What follows belongs to an exercise in optimizing a design on an open flow for small area, a short achievable clock period and few clock cycles per item; a production flow would make more cautious choices.
RTL that was checked went through simulation tests only; none was proved equivalent to the original.

## qg_spread_quant
module qg_spread_quant (
    input  wire         clk,
    input  wire         rst,
    input  wire         in_valid,
    output wire         in_ready,
    input  wire         in_first,    
    input  wire         in_blank,    
    input  wire         in_dots,     
    input  wire         in_grey3,    
    input  wire [16:0]  in_share,    
    input  wire [15:0]  in_gain,     
    input  wire [2:0]   in_lev,      
    input  wire [127:0] in_vol,      
    output reg          out_valid,
    output reg  [2:0]   out_lev,
    output reg          out_clip
);
clock: 36.0 ns
lec_check: 0
abc_area: 1
cap_margin: 20
core_margin: 2
core_utilization: 40
cts_cluster_diameter: 100
cts_cluster_size: 22
place_density: 0.6
slew_margin: 20
standard.sh (not shown) runs the stock make flow with config.mk's settings and CLKGATE_MAP_FILE= SYNTH_SCRIPT=/design/flow/synth_recipe.tcl, a recipe that flattens the netlist after the stock synthesis.
==> flow/flow/run.sh <==
#!/bin/bash
# The standard layout, except that the ports are buffered with the
# smallest buffer (sky130_fd_sc_hd__buf_1) instead of the delay cell
# buffer_ports picks by itself, and clock tree synthesis uses smaller
# leaf buffers and adds no dummy loads.  Synthesis is the standard one.
set -euo pipefail
bash standard.sh synth > synth.log 2>&1
bash standard.sh "BUFFER_PORTS_ARGS=-buffer_cell sky130_fd_sc_hd__buf_1" \
    "CTS_ARGS=-sink_clustering_enable -repair_clock_nets -sink_clustering_size 16 -sink_clustering_max_diameter 80 -sink_clustering_buffer sky130_fd_sc_hd__clkbuf_8 -dont_use_dummy_load" \
    finish > layout.log 2>&1
Testbench counts at the start, summed over its fixed seeds: cycles 40,016, items 40,000.
==> next run, changes <==
--- a/flow/design.v
+++ b/flow/design.v
@@ -500,43 +500,50 @@
                 c = (x[k] & y[k]) | (x[k] & c) | (y[k] & c);
             carry13 = c;
         end
     endfunction
     wire [32:13] prod = mul_a[32:13] + mul_b[32:13] + carry13(mul_a[12:0], mul_b[12:0]);
     wire        sat  = !s1_dots && (|prod[32:30]);
+    wire [15:0] v1 [0:7];                        
+    assign v1[0] = 16'd0;
+    generate
+        for (gi = 1; gi < 8; gi = gi + 1) begin : g_v1
+            assign v1[gi] = s1_vol[16*gi-16 +: 16];
+        end
+    endgenerate
     wire [16:0] a    = sat ? 17'h0ffff : prod[30:14];
     reg         s2_valid;
     reg         s2_blank, s2_grey3;
     reg [16:0]  s2_a;
-    reg [2:0]   s2_lev;
+    reg [15:0]  s2_own;
     reg [111:0] s2_vol;
     always @(posedge clk) begin
         s2_valid <= s1_valid && !rst;
         s2_blank <= s1_blank;
         s2_grey3 <= s1_grey3;
         s2_a     <= a;
-        s2_lev   <= s1_lev;
+        s2_own   <= v1[s1_lev];
         s2_vol   <= s1_vol;
     end
     wire [15:0] v [0:8];
     assign v[0] = 16'd0;
     assign v[8] = 16'd0;
     generate
         for (gi = 1; gi < 8; gi = gi + 1) begin : g_v2
             assign v[gi] = s2_vol[16*gi-16 +: 16];
         end
     endgenerate
     reg  [15:0] c_want;
     reg  [15:0] c_nvol;      
-    wire [18:0] w_p  = {3'd0, c_want};
+    wire [18:0] w_p  = {3'd0, s2_own};
     wire [18:0] w_q  = {2'd0, s2_a};
     wire [18:0] w_v  = {3'b111, c_nvol};
     wire [18:0] w_s1 = w_p ^ w_q ^ w_v;
     wire [18:0] w_c1 = (w_p & w_q) | (w_p & w_v) | (w_q & w_v);
     wire [18:0] w_r  = {w_c1[17:0], 1'b1};
-    wire [18:0] w_u  = {3'd0, v[s2_lev]};
+    wire [18:0] w_u  = {3'd0, c_want};
     wire [18:0] w_s2 = w_s1 ^ w_r ^ w_u;
     wire [18:0] w_c2 = (w_s1 & w_r) | (w_s1 & w_u) | (w_r & w_u);
     wire [18:0] want = w_s2 + {w_c2[17:0], 1'b0};
     wire        neg  = want[18];
     wire        big  = !neg && (|want[17:16]);
     function carry19(input [18:0] x, input [18:0] y, input ci);
=> Global-route usage came out higher by 0.52 points. Clock skew goes up by 0.032 ns. Die area is higher by 1.1%. Critical path depth falls by 37. Area after synthesis grows by about 1.1%. Utilization fell by 0.17 points. Setup slack gains 0.066 ns. Sequential cell count goes up by 13. Via count barely changes.
Testbench counts after the change, summed over its fixed seeds: cycles 40,016, items 40,000.


Setup of north:
qg_spread_quant, a different RTL version from the one above (not shown whole).
For scale: roughly 2800 cells after synthesis, roughly 340 flip-flops, about 180 I/O pins, about 24000 um^2 of cells after synthesis.
## qg_spread_quant
module qg_spread_quant (
    input  wire         clk,
    input  wire         rst,
    input  wire         in_valid,
    output wire         in_ready,
    input  wire         in_first,    
    input  wire         in_blank,    
    input  wire         in_dots,     
    input  wire         in_grey3,    
    input  wire [16:0]  in_share,    
    input  wire [15:0]  in_gain,     
    input  wire [2:0]   in_lev,      
    input  wire [127:0] in_vol,      
    output reg          out_valid,
    output reg  [2:0]   out_lev,
    output reg          out_clip
);
clock: 36.0 ns
lec_check: 0
abc_area: 1
cap_margin: 20
core_margin: 2
core_utilization: 40
cts_cluster_diameter: 100
cts_cluster_size: 22
place_density: 0.6
slew_margin: 20
==> flow/flow/run.sh <==
#!/bin/bash
# The standard layout, except that the ports are buffered with the
# smallest buffer (sky130_fd_sc_hd__buf_1) instead of the delay cell
# buffer_ports picks by itself.  Synthesis is the standard one.
set -euo pipefail
bash standard.sh synth > synth.log 2>&1
bash standard.sh "BUFFER_PORTS_ARGS=-buffer_cell sky130_fd_sc_hd__buf_1" finish > layout.log 2>&1
[inputs] east vs north
--- a/flow/design.v
+++ b/flow/design.v
@@ -561,15 +561,15 @@
     generate
         for (gi = 1; gi < 8; gi = gi + 1) begin : g_up
             wire [19:0] y = {4'd0, v[gi-1]};
             wire [19:0] z = {4'd0, v[gi]};
             wire [19:0] s = nw2 ^ y ^ z;
             wire [19:0] c = (nw2 & y) | (nw2 & z) | (y & z);
             wire        t = s[19] ^ c[18] ^ carry19(s[18:0], {c[17:0], 1'b0}, 1'b1);
-            assign up[gi] = (gi < 4 || s2_grey3) && t && (v[gi] != v[gi-1]);
+            assign up[gi] = (gi < 4 || s2_grey3) && t && carry19({3'd0, v[gi]}, {3'b111, ~v[gi-1]}, 1'b0);
         end
     endgenerate
     wire [7:0] at_b;
     assign at_b[7] = up[7];
     assign at_b[6] = up[6] && !up[7];
     assign at_b[5] = up[5] && !(|up[7:6]);
     assign at_b[4] = up[4] && !(|up[7:5]);
[summary]
north → east: final hold slack went up 0.018 ns; post-synthesis net count went up about 2.5%; global placement routability congestion went down 3.8%.
Reported for east and north, count of endpoints failing setup in the final report turned out identical to the last digit.
Relative to north, the post-route cell area of east is lower by 0.35%.
Compared with north, east shows a lower area added between synthesis and finish.
east vs north — register-to-register slack rose 0.81 ns.
Testbench counts of east, summed over its fixed seeds: cycles 40,016, items 40,000.
Function not checked in north: the RTL went through the layout flow alone.


qg_spread_quant, a different RTL version from the one above (not shown whole).
Size: ~310 flip-flops, ~180 I/O pins, about 26000 um2 of cells after synthesis.
Design qg_spread_quant, start of the top module:
module qg_spread_quant (
    input  wire         clk,
    input  wire         rst,
    input  wire         in_valid,
    output wire         in_ready,
    input  wire         in_first,    
    input  wire         in_blank,    
    input  wire         in_dots,     
    input  wire         in_grey3,    
    input  wire [16:0]  in_share,    
    input  wire [15:0]  in_gain,     
    input  wire [2:0]   in_lev,      
    input  wire [127:0] in_vol,      
    output reg          out_valid,
    output reg  [2:0]   out_lev,
    output reg          out_clip
);
make LEC_CHECK=0 ABC_AREA=1 CAP_MARGIN=20 CORE_MARGIN=2 CORE_UTILIZATION=40 PLACE_DENSITY=0.6 SLEW_MARGIN=20 finish   # period 36.0 ns
run.sh (not shown) runs the stock make flow with config.mk's settings and CLKGATE_MAP_FILE= SYNTH_SCRIPT=/design/flow/synth_recipe.tcl, a recipe that flattens the netlist after the stock synthesis.
Stock flow here: none of the scripts above is used.
Next try:
--- a/flow/design.v
+++ b/flow/design.v
@@ -497,40 +497,41 @@
     wire [15:0] v1 [0:7];
     assign v1[0] = 16'd0;
     generate
         for (gi = 1; gi < 8; gi = gi + 1) begin : g_v1
             assign v1[gi] = s1_vol[16*gi-16 +: 16];
         end
     endgenerate
     wire [15:0] own_vol = v1[s1_lev];
     wire [17:0] base    = own_vol + a;
     reg         s2_valid;
-    reg         s2_blank, s2_grey3;
+    reg         s2_first, s2_blank, s2_grey3;
     reg [17:0]  s2_base;
     reg [111:0] s2_vol;
     always @(posedge clk) begin
         s2_valid <= s1_valid && !rst;
+        s2_first <= s1_first;
         s2_blank <= s1_blank;
         s2_grey3 <= s1_grey3;
         s2_base  <= base;
         s2_vol   <= s1_vol;
     end
     wire [15:0] v [0:8];
     assign v[0] = 16'd0;
     assign v[8] = 16'd0;
     generate
         for (gi = 1; gi < 8; gi = gi + 1) begin : g_v2
             assign v[gi] = s2_vol[16*gi-16 +: 16];
         end
     endgenerate
     reg  [15:0] err_q;
-    wire [15:0] err_in = err_q;
+    wire [15:0] err_in = s2_first ? 16'd0 : err_q;
     wire [18:0] want   = {1'b0, s2_base} + {{3{err_in[15]}}, err_in};
     wire        neg    = want[18];
     wire        big    = !neg && (|want[17:16]);
     wire [8:0] below;
     assign below[0] = 1'b1;
     assign below[8] = 1'b0;
     generate
         for (gi = 1; gi < 8; gi = gi + 1) begin : g_below
             assign below[gi] = (gi < 4 || s2_grey3) && !neg && (big || want[15:0] > v[gi]);
         end
@@ -554,33 +555,31 @@
         v_lo = 16'd0; v_hi = 16'd0; lev_lo = 3'd0;
         for (l = 0; l < 8; l = l + 1) begin
             v_lo   = v_lo   | ({16{at_m[l]}} & v[l]);
             v_hi   = v_hi   | ({16{at_m[l]}} & v[l+1]);
             lev_lo = lev_lo | ({3{at_m[l]}} & canon[l]);
         end
     end
     wire [2:0] lev_hi = {at_m[6] | at_m[5] | at_m[4] | at_m[3],
                          at_m[6] | at_m[5] | at_m[2] | at_m[1],
                          at_m[6] | at_m[4] | at_m[2] | at_m[0]};
-    wire [15:0] d_lo = want[15:0] - v_lo;             
-    wire [15:0] d_hi = want[15:0] - v_hi;             
-    wire [18:0] up_x = {want[17:0], 1'b0};
-    wire [18:0] up_y = {3'b111, ~v_lo};
-    wire [18:0] up_z = {3'b111, ~v_hi};
-    wire [18:0] up_s = up_x ^ up_y ^ up_z;
-    wire [18:0] up_c = (up_x & up_y) | (up_x & up_z) | (up_y & up_z);
-    wire [18:0] up_t = up_s + {up_c[17:0], 1'b1};
-    wire        up   = !clip && !neg && !up_t[18];
+    wire [17:0] d_lo = want[17:0] - {2'd0, v_lo};    
+    wire [17:0] d_hi = want[17:0] - {2'd0, v_hi};    
+    wire [17:0] d_sum = d_lo + d_hi;
+    wire        up   = !clip && !d_sum[17] && (|d_sum);
     wire [2:0]  best    = up ? lev_hi : lev_lo;
-    wire [15:0] err_new = (clip || neg) ? 16'd0 : (up ? d_hi : d_lo);
+    wire [15:0] err_new = (clip || neg) ? 16'd0 : (up ? d_hi[15:0] : d_lo[15:0]);
     always @(posedge clk) begin
         out_valid <= s2_valid && !rst;
-        if (s1_valid && s1_first)
-            err_q <= 16'd0;
-        else if (s2_valid && !s2_blank)
-            err_q <= err_new;
         if (s2_valid) begin
-            out_lev  <= s2_blank ? 3'd0 : best;
-            out_clip <= !s2_blank && clip;
+            if (s2_blank) begin
+                err_q    <= err_in;
+                out_lev  <= 3'd0;
+                out_clip <= 1'b0;
+            end else begin
+                err_q    <= err_new;
+                out_lev  <= best;
+                out_clip <= clip;
+            end
         end
     end
 endmodule
Effect: Non-clock buffer count goes down by 6. Synthesized cell count rises by 14%. Design area goes up by 5.2%. Final cell count climbs by 11%. Core utilization drops by 0.40 points. First-iteration DRC count rises by 6.0%. Wire length came out higher by 5.8%. Hold slack got worse by 9.8 ps. Synthesized area goes up by 5.7%. Count of clock-buffer cells in the layout falls by 6. Via count increases by 11%. Clock skew stays flat. Global-route usage hardly moves.
No functional check of the RTL was part of any run of this note.

-- afterwards: timing with drivers on the ports --
Ports are ideal in the flow. The routed layouts listed here were re-timed in OpenROAD.
Step 1 sets driving cells, clkbuf_16 on the clock port and buf_2 on the other inputs (assumed; they add their load-dependent delay and slew).
Step 2 times the ports against the registers' clock, not the clock port: input delays grow and output delays shrink by t, the midpoint of the rising clock arrivals with the driver on.
Slacks: ideal ports / drivers / drivers and shift; pairs: ideal ports / drivers.
run	shift t [ns]	slack for setup (ns)	hold WS [ns]	worst setup path at the end	worst slew at a driven data input, ns
the first run of note 1	0.582	27.699 / 27.699 / 27.699	0.320 / 0.320 / 0.320	register to register	0.05
the second run of note 1	0.592	27.765 / 27.703 / 27.886	0.310 / 0.310 / 0.310	input to register	0.04
north	0.646	27.689 / 27.632 / 28.024	0.314 / 0.314 / 0.314	input to register	0.05
east	0.635	27.752 / 27.690 / 28.073	0.332 / 0.332 / 0.332	input to register	0.04
the first run of note 3	0.609	24.670 / 24.670 / 24.670	0.335 / 0.335 / 0.335	register to register	0.08
the second run of note 3	0.626	25.264 / 25.264 / 25.264	0.325 / 0.325 / 0.325	register to register	0.06
After both steps setup and hold are still met in every run listed.
